What follows belongs to an exercise in optimizing a design on an open flow for small area; a production flow would make more cautious choices. Function was checked by simulation only, so behaviour that the tests miss may differ from the original. Power figures rest on the tool's default switching activity, not on a simulated workload.

File: flow/run.sh
#!/bin/bash
# synth_recipe.tcl (not shown) runs the flow's synth.tcl, then flattens the netlist and writes it again
# the make line also repeats each setting of config.mk as NAME=value (left out here)
make -C /OpenROAD-flow-scripts/flow DESIGN_CONFIG=/design/flow/config.mk WORK_HOME=/design/flow/orfs CLKGATE_MAP_FILE= SYNTH_SCRIPT=/design/flow/synth_recipe.tcl finish
File: flow/config.mk
export PLATFORM = sky130hd
export DESIGN_NAME = coulomb_section
export DESIGN_NICKNAME = coulomb_section
export VERILOG_FILES = /design/flow/design.v
export SDC_FILE = /design/flow/constraint.sdc
export NUM_CORES = 4
export LEC_CHECK = 0
export ABC_AREA = 1
export CAP_MARGIN = 20
export CORE_MARGIN = 2
export CORE_UTILIZATION = 40
export PLACE_DENSITY = 0.6
export SLEW_MARGIN = 20
File: flow/constraint.sdc
create_clock -name core_clock -period 100.0 [get_ports {clk}]
set_input_delay 20.0000 -clock core_clock [delete_from_list [all_inputs] [get_ports {clk}]]
set_output_delay 20.0000 -clock core_clock [all_outputs]
set_load 0.01 [all_outputs]
File: flow/design.v
module coulomb_section (
    input  wire               clk,
    input  wire               rst,          
    input  wire               mod_bit,      
    input  wire        [13:0] cal,          
    input  wire               preset,       
    input  wire        [63:0] preset_val,
    output reg                sample_valid,
    output wire signed [31:0] sample,       
    output reg                sample_ovr,
    output wire        [63:0] q_d,          
    output wire        [63:0] q_c           
);
    reg [3:0] p;
    reg [1:0] tk;
    wire p0 = (p == 4'd0);
    wire p9 = (p == 4'd9);
    always @(posedge clk) begin
        if (rst) begin
            p  <= 4'd0;
            tk <= 2'd0;
        end else begin
            p <= p9 ? 4'd0 : p + 4'd1;
            if (p9 && tk != 2'd2) tk <= tk + 2'd1;
        end
    end
    reg signed [10:0] A0, A1;
    reg signed [7:0]  A2;
    reg [6:0] w0, w1;
    reg [5:0] w2;
    always @(*) begin
        case (p)
            4'd0: begin w0 = 7'd55; w1 = 7'd45; w2 = 6'd0;  end
            4'd1: begin w0 = 7'd45; w1 = 7'd55; w2 = 6'd0;  end
            4'd2: begin w0 = 7'd36; w1 = 7'd63; w2 = 6'd1;  end
            4'd3: begin w0 = 7'd28; w1 = 7'd69; w2 = 6'd3;  end
            4'd4: begin w0 = 7'd21; w1 = 7'd73; w2 = 6'd6;  end
            4'd5: begin w0 = 7'd15; w1 = 7'd75; w2 = 6'd10; end
            4'd6: begin w0 = 7'd10; w1 = 7'd75; w2 = 6'd15; end
            4'd7: begin w0 = 7'd6;  w1 = 7'd73; w2 = 6'd21; end
            4'd8: begin w0 = 7'd3;  w1 = 7'd69; w2 = 6'd28; end
            default: begin w0 = 7'd1; w1 = 7'd63; w2 = 6'd36; end
        endcase
    end
    wire signed [10:0] sw0 = mod_bit ? $signed({4'd0, w0}) : -$signed({4'd0, w0});
    wire signed [10:0] sw1 = mod_bit ? $signed({4'd0, w1}) : -$signed({4'd0, w1});
    wire signed [7:0]  sw2 = mod_bit ? $signed({2'd0, w2}) : -$signed({2'd0, w2});
    always @(posedge clk) begin
        if (rst) begin
            A0 <= 11'sd0;
            A1 <= 11'sd0;
            A2 <= 8'sd0;
        end else begin
            A0 <= (p0 ? A1 : A0) + sw0;
            A1 <= (p0 ? {{3{A2[7]}}, A2} : A1) + sw1;
            A2 <= (p0 ? 8'sd0 : A2) + sw2;
        end
    end
    wire        c_neg = A0[10];
    wire [9:0]  c_abs = c_neg ? 10'(-A0) : A0[9:0];
    reg  [9:0]  asr;
    reg         neg_r, aovr_r;
    always @(posedge clk) begin
        if (p0) begin
            asr    <= c_abs;
            neg_r  <= c_neg;
            aovr_r <= (c_abs == 10'd1000);
        end else begin
            asr <= {asr[8:0], 1'b0};
        end
    end
    wire ab = asr[9];
    wire pre      = (tk == 2'd0) || (tk == 2'd1 && p0);
    wire pre_last = (tk == 2'd1) && (p == 4'd1);
    wire pre_any  = pre || pre_last;
    wire pre_bit  = (tk == 2'd0) && (p == 4'd1 || p == 4'd2 || p == 4'd4);
    wire fin      = (tk == 2'd2) && p0;
    wire use_a    = ab && !pre_any;
    reg  [13:0] part, r;
    reg  [11:0] H;
    reg  [9:0]  L;
    reg  [2:0]  Kh;
    reg  [9:0]  Kl;
    wire [14:0] t  = {part, 1'b0} + (use_a ? {1'b0, r} : {14'd0, pre_bit});
    wire [15:0] u1 = {1'b0, t} - {2'b0, cal};
    wire [15:0] u2 = {1'b0, t} - {1'b0, cal, 1'b0};
    wire        d2 = !u2[15];
    wire        d1 = !u1[15];
    wire [13:0] part_n = d2 ? u2[13:0] : d1 ? u1[13:0] : t[13:0];
    wire [1:0]  d  = {d2, d1 & !d2};
    wire [11:0] v  = {1'b0, L, 1'b0} + (use_a ? {2'b0, Kl} : 12'd0) + {10'd0, d};
    wire        e2 = (v >= 12'd2000);
    wire        e1 = (v >= 12'd1000);
    wire [9:0]  L_n = e2 ? 10'(v - 12'd2000) : e1 ? 10'(v - 12'd1000) : v[9:0];
    wire [1:0]  e  = {e2, e1 & !e2};
    wire [11:0] H_n = {H[10:0], 1'b0} + (use_a ? {9'd0, Kh} : 12'd0) + {10'd0, e};
    always @(posedge clk) begin
        if (rst) begin
            part <= 14'd2441;
            H    <= 12'd0;
            L    <= 10'd0;
        end else if (pre_last || fin) begin
            part <= 14'd0;
            H    <= 12'd0;
            L    <= 10'd0;
        end else begin
            part <= part_n;
            H    <= H_n;
            L    <= L_n;
        end
        if (pre_last) begin
            r  <= part_n;
            Kh <= H_n[2:0];
            Kl <= L_n;
        end
    end
    wire        sat   = (H_n >= 12'd2000);
    wire [10:0] H_eff = sat ? 11'd2000 : H_n[10:0];
    wire [9:0]  L_eff = sat ? 10'd0 : L_n;
    reg  [9:0]  rem_d, rem_c;
    wire [10:0] S   = {1'b0, neg_r ? rem_c : rem_d} + {1'b0, L_eff};
    wire        cR  = (S >= 11'd1000);
    wire [9:0]  R_n = cR ? 10'(S - 11'd1000) : S[9:0];
    wire [12:0] h3  = {2'b0, H_eff} + {1'b0, H_eff, 1'b0};
    wire [20:0] mag = {H_eff, L_eff} - {5'd0, h3, 3'b0};
    reg  signed [21:0] smp;
    always @(posedge clk) begin
        if (rst) begin
            rem_d <= 10'd0;
            rem_c <= 10'd0;
        end else if (fin) begin
            if (neg_r) rem_c <= R_n;
            else       rem_d <= R_n;
        end
        if (fin) begin
            smp        <= neg_r ? -$signed({1'b0, mag}) : $signed({1'b0, mag});
            sample_ovr <= sat || aovr_r;
        end
        sample_valid <= !rst && (tk == 2'd2) && (p == 4'd4);
    end
    assign sample = {{10{smp[21]}}, smp};
    reg  [64:0] qd_r, qc_r;
    reg         cy_d, cy_c;
    wire        go_d = fin && !neg_r;
    wire        go_c = fin &&  neg_r;
    wire [13:0] sum_d = {1'b0, qd_r[12:0]} + (go_d ? {3'd0, H_eff} : 14'd0)
                        + {13'd0, p0 ? (go_d && cR) : cy_d};
    wire [13:0] sum_c = {1'b0, qc_r[12:0]} + (go_c ? {3'd0, H_eff} : 14'd0)
                        + {13'd0, p0 ? (go_c && cR) : cy_c};
    wire        copy  = (tk == 2'd0) && (p <= 4'd4);
    always @(posedge clk) begin
        if (rst) qd_r <= preset ? {1'b0, preset_val} : 65'd0;
        else     qd_r <= {sum_d[12:0], qd_r[64:13]};
        qc_r <= {copy ? qd_r[12:0] : sum_c[12:0], qc_r[64:13]};
        cy_d <= sum_d[13] && (p <= 4'd3);
        cy_c <= sum_c[13] && (p <= 4'd3);
    end
    assign q_d = qd_r[63:0];
    assign q_c = qc_r[63:0];
endmodule
==> results.txt <==
## metal layers
metal	global-route usage	up-vias
li1	-	8098
met1	0.2522	7207
met2	0.3360	321
met3	0.03954	65
met4	0.06235	0
met5	0	-
## kinds of logic after synthesis
logic type,share of synthesized area
buffers and inverters,0.1354
adders and majority gates,0.1306
and+or+nand+nor,0.2048
AOI/OAI and AO/OA,0.1232
DFF,0.3462
xor gates and xnor gates,0.05974
## synthesized netlist by cell type (11+ instances only)
library cell,n
a21oi_1,139
a22o_1,54
and2_1,11
buf_4,138
clkbuf_1,40
dfxtp_1,252
edfxtp_1,52
fa_1,17
ha_1,172
inv_1,349
inv_2,13
nand2_1,487
nand2_2,11
nand3_1,119
nand4_1,22
nor2_1,199
nor3_1,24
o21ai_0,138
o21ai_1,11
or2_2,17
xnor2_1,39
xor2_1,80
## critical path, delay by kind of cell
family | cells | cell delay, ns
compound gates | 16 | 2.78
xor+xnor | 2 | 0.34
fa+ha+maj | 13 | 3.87
buf+inv | 9 | 0.99
simple gates | 23 | 3.92
## layout make-up
cell class	instances	share of cell area
multi-input combinational	1628	0.4402
sequential	304	0.2936
timing repair buffer	254	0.1118
inverter	363	0.06055
clock buffer	52	0.05004
tap	615	0.03419
clock inverter	14	0.009452
antenna	2	0.0002224
## state kept, by name, summed over array words and instances, names as in the netlist, 2 cells and up
signal / count
tk: 2
H: 11
rem_c: 10
qd_r: 65
smp: 22
w2: 6
r: 14
w1: 6
qc_r: 65
p: 4
Kh: 3
A1: 11
A2: 8
Kl: 10
part: 14
asr: 10
w0: 6
L: 10
rem_d: 10
A0: 11
## through the flow
stage | instances | power (W)
floorplan | 2481 | 0.0003050
global route | 3230 | 0.0005366
detailed placement | 3164 | 0.0003556
CTS | 3230 | 0.0005032
global placement | 3164 | 0.0003529
finish | 3232 | 0.0004990
## worst paths after layout
| kind | from | to | slack [ns] | depth (start not counted) |
|---|---|---|---|---|
| setup / recovery | cal[2] | qd_r[64]$_SDFF_PP0_ | 68.55 | 63 |
| hold / removal | qc_r[64]$_DFF_P_ | qc_r[51]$_DFF_P_ | 0.34 | 0 |
| setup reg to reg | p[0]$_SDFF_PP0_ | qd_r[64]$_SDFF_PP0_ | 85.53 | 75 |
| hold reg to reg | qc_r[64]$_DFF_P_ | qc_r[51]$_DFF_P_ | 0.34 | 0 |
## power groups by stage
stage | sequential, W | combinational [W] | clock (W)
after CTS | 0.000156 | 0.000199 | 0.000149
after floorplan | 0.000155 | 0.000150 | 0
after global routing | 0.000157 | 0.000226 | 0.000154
after global placement | 0.000158 | 0.000195 | 0
after detailed placement | 0.000158 | 0.000197 | 0
final | 0.000155 | 0.000199 | 0.000145
==> impl_metrics.csv <==
group,metric,value,unit
outcome,status,"complete, no violations",
floorplan,die_y,222.4,um
layout,final_core_util,0.4743,
drt,routed-wl-met3,2.477,mm
layout,drive_gt1_frac,0.05660,
floorplan,initial_core_util,0.4022,
sta,hold_viol,0,
cts,tritoncts,"yes",
drt,top_layer,"met4",
layout,seq_area,0.006606,mm^2
yosys,yosys.area.top_type,"dfxtp_1",
pwr,ir_drop,0.009683,mV
yosys,synthesis.area,0.01908,mm^2
cts,cts_setup_buffers,0,
setup_path,worstPathMaxFanout,16,
setup_path,crit_path_end_kind,"flip-flop",
grt,grt_pass1_wl,79.27,mm
pwr,power_switching,0.0001861,W
placed_design,placed_cell_area,0.02116,mm^2
drt,ant_nets,0,
yosys,ys_warn_count,1,
pwr,powerDensity,22.17,mW/mm^2
floorplan,die_area,0.04946,mm^2
layout,syn2layout_area_growth,17.94,%
sta,finalSetupViolCount,0,
yosys,synthCells,2481,
setup_path,worstSetupPathType,"primary input to flip-flop",
grt,grt_pass1_vias,15620,
sta,finalSetupTns,0,ns
grt,gr-total-overflow,0,
placed_design,io_buffers,243,
cts,cts_resized,0,
placed_design,pre_cts_ws,68.03,ns
sta,relSlewSlack,0.2844,
sta,min_period_over_period,0.3145,
grt,grt_antenna_before_repair,2,
sta,fin_worst_skew,0.02565,ns
yosys,synth.distinct_cells,55,
grt,grtUsageTotal,0.1978,
yosys,synth.area.top_cells,"dfxtp_1 26%, ha_1 11%, nand2_1 9.6%",
yosys,mappedNetlistNets,2752,
drt,route.detailed.drc,0,
cts,cts_inserted_buffers,37,
drt,m1WireLength,22.80,mm
cts,cts-root-buf,"clkbuf_16",
setup_path,cp.arrival,31.93,ns
sta,slew_viol_final,0,
pwr,clockPowerShare,0.290,
layout,multi_input_area,0.009907,mm^2
drt,wl_per_cell,15.23,um
yosys,yosysSeqAreaShare,0.3462,
hold_path,min_path_type,"flip-flop to flip-flop",
yosys,synth_top_flop_cell,"dfxtp_1",
cts,cts_max_level,2,
setup_path,crit_slowest_cell,"a21oi_2",
sta,worst_pin_slew,1.073,ns
pwr,swShare,0.3729,
cts,clk_transition_reported_paths,0.06,ns
pwr,p_leak,10.69,nW
drt,first_pass_iters,7,
sta,period_minus_slack,31.45,ns
placed_design,gp_congestion,0.8828,
sta,fmax,31.80,MHz
drt,wl_met2,22.84,mm
cts,cts_buffer_depth,3,
drt,vias,15690,
layout,most-common-layout-cells,"487 x nand2_1, 348 x inv_1, 252 x dfxtp_1, 243 x clkdlybuf4s50_1, 198 x nor2_1",
pwr,p_int,0.0003129,W
sta,hold_slack,0.3350,ns
yosys,synth-edff-count,52,
cts,insertion_delay,0.57,ns
setup_path,cp.required,100.49,ns
drt,drt-initial-drc-count,842,
yosys,yosys.area.top_type_share,0.2644,
drt,via_per_inst,4.855,
floorplan,die_w,222.4,um
yosys,avgSynthCellArea,7.691,um^2
floorplan,core,0.04745,mm^2
floorplan,ios,244,
floorplan,rows,80,
layout,layout_commonest_cell,"nand2_1",
pwr,seq_power_share,0.311,
grt,grt_max_degree,65,
yosys,async_flop_share,0,
placed_design,hpwlAfterDp,38.07,mm
pwr,combinationalPowerShare,0.398,
sta,worst_slack,68.55,ns
layout,fin_nets,2859,
cts,holdBufCountCts,0,
job,cap_violations,0,
sta,rsz0062_at_grt,"no",
setup_path,max_stage_delay,0.53,ns
yosys,ys_seq_elements,304,
cts,numClockSinks,304,
layout,final_area,0.02250,mm^2
drt,routed_wl,49.22,mm
setup_path,cp-start-kind,"primary input",
layout,fillCellCount,4717,

what the ideal ports hide:
How much do the figures lean on ideal ports? The routed layout below was timed once more, with nothing changed but the port constraints.
Step 1 assumes that a clkbuf_16 drives the clock port and a buf_2 every other input.
Step 2 moves the port delays by t, midway between the first and last clock arrival at a register: inputs arrive t later, outputs are due t later. That takes back most of the time a late clock gives input paths.
Three values: ideal ports, drivers, drivers and shift; two values: the first two.
t, ns: 0.610
setup slack, ns: 68.554 / 68.583 / 67.973
worst setup path at the end: input to register
slew at the worst register clock pin (ns): 0.06 / 0.06
After both steps setup and hold are still met in this run. The setup slack of this run moves by +0.029 ns with the drivers and by -0.581 ns with both steps.
